This is an optimization exercise on Yosys and OpenROAD, whose aim is small area, a short achievable clock period and few clock cycles, not a production implementation. RTL that was checked went through simulation tests only; none was proved equivalent to the original. No activity file was given, so power comes from the tool's default toggle rates.

the previous run:
==> flow/design.v (excerpt) <==
module comb_divsqrt (
    input  wire        clk,
    input  wire        rst,        
    input  wire        start,      
    input  wire        op,         
    input  wire        sat,
    input  wire [55:0] a,          
    input  wire [55:0] b,          
    output wire        ready,
    output reg         done,
    output wire [55:0] result,
    output reg         flag_n,
    output reg         flag_z,
    output reg         flag_v,
    output reg         trap
);
Size in the first run: roughly 4500 cells after synthesis, roughly 220 flip-flops, roughly 180 I/O pins.
clock: 9.0 ns
lec_check: 0
abc_area: 1
cap_margin: 20
core_margin: 2
core_utilization: 40
setup_slack_margin: 5
slew_margin: 20
standard.sh (not shown) runs the stock make flow with config.mk's settings and CLKGATE_MAP_FILE= SYNTH_SCRIPT=/design/flow/synth_recipe.tcl, a recipe that flattens the netlist after the stock synthesis.
==> flow/flow/run.sh <==
#!/bin/bash
# The standard layout (the standard.sh, unchanged synthesis and steps),
# with one difference: the port buffers that global placement inserts are
# plain sky130_fd_sc_hd__buf_1 cells instead of the flow's default pick
# (clkdlybuf4s50_1, a slower delay cell of larger area). Every input and
# output port still gets its buffer. The make output goes to standard.log;
# each ORFS step's full log stays under orfs/logs/.
set -euo pipefail
bash standard.sh "BUFFER_PORTS_ARGS=-buffer_cell sky130_fd_sc_hd__buf_1" finish > standard.log 2>&1
Testbench counts of the previous run, summed over its fixed seeds: cycles 37,870.
What the current run does differently from the previous run at the input level:
diff --git a/flow/design.v b/flow/design.v
--- a/flow/design.v
+++ b/flow/design.v
@@ -140,23 +140,22 @@
     wire        cin  = sub ^ c_x;
     wire [59:0] dfx  = {R, 1'b1} + {Y, cin};
     wire [58:0] D    = dfx[59:1];
     wire        q    = !D[58];
     wire [58:0] R_it = r_sqrt ? {D[56:0], B[51:50]} : {D[57:0], 1'b0};
     wire        tie   = (D == 59'd0);
     wire        f_up  = f_g && !(f_tie && f_even);
     wire [55:0] Qf    = first ? {{53{f_negd}}, q0} : Q;
     wire        ovf   = f_pos && Qf[55];                    
     wire [55:0] X     = Qf ^ {56{f_ovs}};
-    wire [55:0] X1    = X + 56'd1;
     wire        inc   = f_up ^ f_negd;
-    wire [55:0] res   = inc ? X1 : X;
+    wire [55:0] res   = X + {55'd0, inc};
     wire        res_z = inc ? (&X) : ~(|X);
     always @(posedge clk) begin
         R      <= R_it;
         cnt    <= cnt - 6'd1;
         lza    <= lz_a;
         lzb    <= lz_b;
         a_p2   <= a_p2_in && !op;
         c_x    <= take ? a[55] : (!r_sqrt && r_bneg);
         s_b    <= !take && !r_sqrt;
         s_t    <= !take && (state != S_PREP) && r_sqrt;
==> comparison <==
In summary, the current run completed successfully, with a layout that passed the timing, design-rule and antenna checks. The current run: max-slew headroom at the worst pin is 9.1 points lower than what the previous run reported. Where minimum setup slack among reg-to-reg paths is concerned, the previous run is outperformed by the current run. Relative to the previous run, the delay of the slowest cell on the worst path of the current run is higher by 0.13 ns. [compare] base=the previous run new=the current run: post-synthesis cell area went down by 440 µm²; instance area at placement dropped 1.3%; clock period minus final worst setup slack -0.018 ns. In the current run the quantity of gates resized following cts turned out 15 lower than in the previous run. Relative to the previous run, the share of cells above drive strength 1 of the current run is higher by 1.8 points. Per the comparison of the current run with the previous run, count of standard-cell rows shrank by 1; multi-input combinational cell count shrank by about 3.4%. The via count of the first global-routing pass in the current run was higher than what the previous run gave.
For the current run, only the layout was checked, not whether the RTL still works.

* * *

Starting RTL as in the previous note.
Design comb_divsqrt, start of the top module:
module comb_divsqrt (
    input  wire        clk,
    input  wire        rst,        
    input  wire        start,      
    input  wire        op,         
    input  wire        sat,
    input  wire [55:0] a,          
    input  wire [55:0] b,          
    output wire        ready,
    output reg         done,
    output wire [55:0] result,
    output reg         flag_n,
    output reg         flag_z,
    output reg         flag_v,
    output reg         trap
);
    localparam S_IDLE = 2'd0, S_PREP = 2'd1, S_ITER = 2'd2, S_FIN = 2'd3;
    reg  [1:0]  state;
    reg  [5:0]  cnt;
    reg         r_sqrt, r_sat, r_neg;    
    reg         c_x;                     
    reg         r_bneg;                  
    reg         r_trap, r_zero, first;
    reg  [2:0]  q0;                      
    reg  [5:0]  lza, lzb;                
    reg         a_p2;                    
    reg         s_b, s_t, s_0;           
    reg  [58:0] R;       
    reg  [57:0] B;       
    reg  [55:0] Q;       
    reg         f2, f_g, f_tie, f_even, f_negd, f_pos, f_ovs, f_trap, f_vsq;
    assign ready  = (state == S_IDLE) || (state == S_FIN);
    assign result = Q;
    wire take = start && ready;
    function [12:0] isqrt6(input [5:0] t);
        case (t)
            6'd0: isqrt6 = {3'd0, 4'd0, 3'd0, 3'd0};
            6'd1: isqrt6 = {3'd1, 4'd0, 3'd1, 3'd0};
            6'd2: isqrt6 = {3'd1, 4'd1, 3'd1, 3'd0};
            6'd3: isqrt6 = {3'd1, 4'd2, 3'd1, 3'd0};
            6'd4: isqrt6 = {3'd2, 4'd0, 3'd1, 3'd1};
            6'd5: isqrt6 = {3'd2, 4'd1, 3'd1, 3'd1};
            6'd6: isqrt6 = {3'd2, 4'd2, 3'd1, 3'd1};
            6'd7: isqrt6 = {3'd2, 4'd3, 3'd1, 3'd1};
            6'd8: isqrt6 = {3'd2, 4'd4, 3'd1, 3'd1};
            6'd9: isqrt6 = {3'd3, 4'd0, 3'd2, 3'd1};
            6'd10: isqrt6 = {3'd3, 4'd1, 3'd2, 3'd1};
            6'd11: isqrt6 = {3'd3, 4'd2, 3'd2, 3'd1};
            6'd12: isqrt6 = {3'd3, 4'd3, 3'd2, 3'd1};
            6'd13: isqrt6 = {3'd3, 4'd4, 3'd2, 3'd1};
            6'd14: isqrt6 = {3'd3, 4'd5, 3'd2, 3'd1};
            6'd15: isqrt6 = {3'd3, 4'd6, 3'd2, 3'd1};
            6'd16: isqrt6 = {3'd4, 4'd0, 3'd2, 3'd1};
            6'd17: isqrt6 = {3'd4, 4'd1, 3'd2, 3'd1};
            6'd18: isqrt6 = {3'd4, 4'd2, 3'd2, 3'd1};
            6'd19: isqrt6 = {3'd4, 4'd3, 3'd2, 3'd1};
  ...
clock: 9.0 ns
lec_check: 0
abc_area: 1
cap_margin: 20
core_margin: 2
core_utilization: 40
setup_slack_margin: 5
slew_margin: 20
run.sh (not shown) runs the stock make flow with config.mk's settings and CLKGATE_MAP_FILE= SYNTH_SCRIPT=/design/flow/synth_recipe.tcl, a recipe that flattens the netlist after the stock synthesis.
Stock flow here: none of the scripts above is used.
Testbench counts at the start, summed over its fixed seeds: cycles 37,870.
Then changed:
--- a/flow/design.v
+++ b/flow/design.v
@@ -21,21 +21,21 @@
     reg         c_x;                     
     reg         r_bneg;                  
     reg         r_trap, r_zero, first;
     reg  [2:0]  q0;                      
     reg  [5:0]  lza, lzb;                
     reg         a_p2;                    
     reg         s_b, s_t, s_0;           
     reg  [58:0] R;       
     reg  [57:0] B;       
     reg  [55:0] Q;       
-    reg         f2, f_g, f_tie, f_even, f_negd, f_pos, f_ovs, f_trap, f_vsq;
+    reg         f2, f_up, f_negd, f_pos, f_ovs, f_trap, f_vsq;
     assign ready  = (state == S_IDLE) || (state == S_FIN);
     assign result = Q;
     wire take = start && ready;
     function [12:0] isqrt6(input [5:0] t);
         case (t)
             6'd0: isqrt6 = {3'd0, 4'd0, 3'd0, 3'd0};
             6'd1: isqrt6 = {3'd1, 4'd0, 3'd1, 3'd0};
             6'd2: isqrt6 = {3'd1, 4'd1, 3'd1, 3'd0};
             6'd3: isqrt6 = {3'd1, 4'd2, 3'd1, 3'd0};
             6'd4: isqrt6 = {3'd2, 4'd0, 3'd1, 3'd1};
@@ -135,42 +135,42 @@
     wire [55:0] Qg   = first ? {{53{negd}}, q0} : Q;
     wire [57:0] opd  = ({58{s_b}} & B) |
                        ({58{s_t}} & {1'b0, Q[54:0], 2'b11}) |
                        ({58{s_0}} & {53'd0, q0, 2'b11});
     wire [58:0] Y    = {sub, opd[57:2] ^ {56{sub}}, opd[1] ^ (sub & s_b), opd[0] ^ sub};
     wire        cin  = sub ^ c_x;
     wire [59:0] dfx  = {R, 1'b1} + {Y, cin};
     wire [58:0] D    = dfx[59:1];
     wire        q    = !D[58];
     wire [58:0] R_it = r_sqrt ? {D[56:0], B[51:50]} : {D[57:0], 1'b0};
-    wire        tie   = (D == 59'd0);
-    wire        f_up  = f_g && !(f_tie && f_even);
+    wire [58:0] t_p   = R ^ Y;
+    wire [58:0] t_o   = R | Y;
+    wire        tie   = (t_p[0] == cin) && (t_p[58:1] == t_o[57:0]);
+    wire        up    = !r_zero && q && (r_sqrt || !tie || (Qg[0] ^ negd));
     wire [55:0] Qf    = first ? {{53{f_negd}}, q0} : Q;
     wire        ovf   = f_pos && Qf[55];                    
     wire [55:0] X     = Qf ^ {56{f_ovs}};
     wire [55:0] X1    = X + 56'd1;
     wire        inc   = f_up ^ f_negd;
     wire [55:0] res   = inc ? X1 : X;
     wire        res_z = inc ? (&X) : ~(|X);
     always @(posedge clk) begin
         R      <= R_it;
         cnt    <= cnt - 6'd1;
         lza    <= lz_a;
         lzb    <= lz_b;
         a_p2   <= a_p2_in && !op;
         c_x    <= take ? a[55] : (!r_sqrt && r_bneg);
         s_b    <= !take && !r_sqrt;
         s_t    <= !take && (state != S_PREP) && r_sqrt;
         s_0    <= (state == S_PREP) && r_sqrt;
-        f_g    <= !r_zero && q;
-        f_tie  <= tie;
-        f_even <= !r_sqrt && !(Qg[0] ^ negd);
+        f_up   <= up;
         f_negd <= negd;
         f_pos  <= !r_sqrt && !r_neg;
         f_ovs  <= !r_sqrt && !r_neg && r_sat && Qg[55];
         f_trap <= r_trap;
         f_vsq  <= r_sqrt && r_neg;
         trap   <= f_trap;
         flag_n <= res[55];
         flag_z <= res_z;
         flag_v <= ovf || f_vsq;
         if (rst) begin
Outcome: Wire length increases by a few percent; utilization came out lower by 0.72 points; synthesized cell count rises by a little under a tenth; clock-buffer cell count is lower by 7; design area is higher by a few percent; worst setup slack gets worse by 140 ps; clock power is higher by a few percent; combinational power went up by a little under a tenth; register-to-register slack degrades by 160 ps; sequential power went down by a few percent.
The RTL of the second run of this note was laid out without a check of its function.

-- separate check: timing with driven ports --
In the flow no input, the clock included, has a driving cell. The finished layouts below were timed again as built, in two steps. Step 1 (the two cells are an assumption about what drives the block):
set clk [get_ports {clk}]
set_driving_cell -lib_cell sky130_fd_sc_hd__clkbuf_16 $clk
set_driving_cell -lib_cell sky130_fd_sc_hd__buf_2 [delete_from_list [all_inputs] $clk]
Step 2, shift: input delay + t, output delay - t, t = (earliest + latest rising clock arrival at the registers) / 2. This alone moves slack from input paths to output paths. Three values: no drivers, after step 1, after step 2; two values: the first two.
| run | t (ns) | setup slack, ns | worst hold slack (ns) | cell pins on the clock port's net |
|---|---|---|---|---|
| the previous run | 0.686 | 5.045 / 5.045 / 4.455 | 0.326 / 0.326 / 0.326 | 1 |
| the current run | 0.644 | 5.063 / 5.077 / 4.458 | 0.340 / 0.340 / 0.340 | 1 |
| the first run of note 2 | 0.669 | 5.088 / 5.037 / 4.462 | 0.328 / 0.328 / 0.328 | 1 |
| the second run of note 2 | 0.688 | 4.944 / 4.917 / 4.331 | 0.346 / 0.346 / 0.346 | 1 |
After both steps setup and hold are still met in every run listed. For the first run of note 2, which loses most, drivers alone change the setup slack by -0.051 ns; drivers and shift together by -0.626 ns.
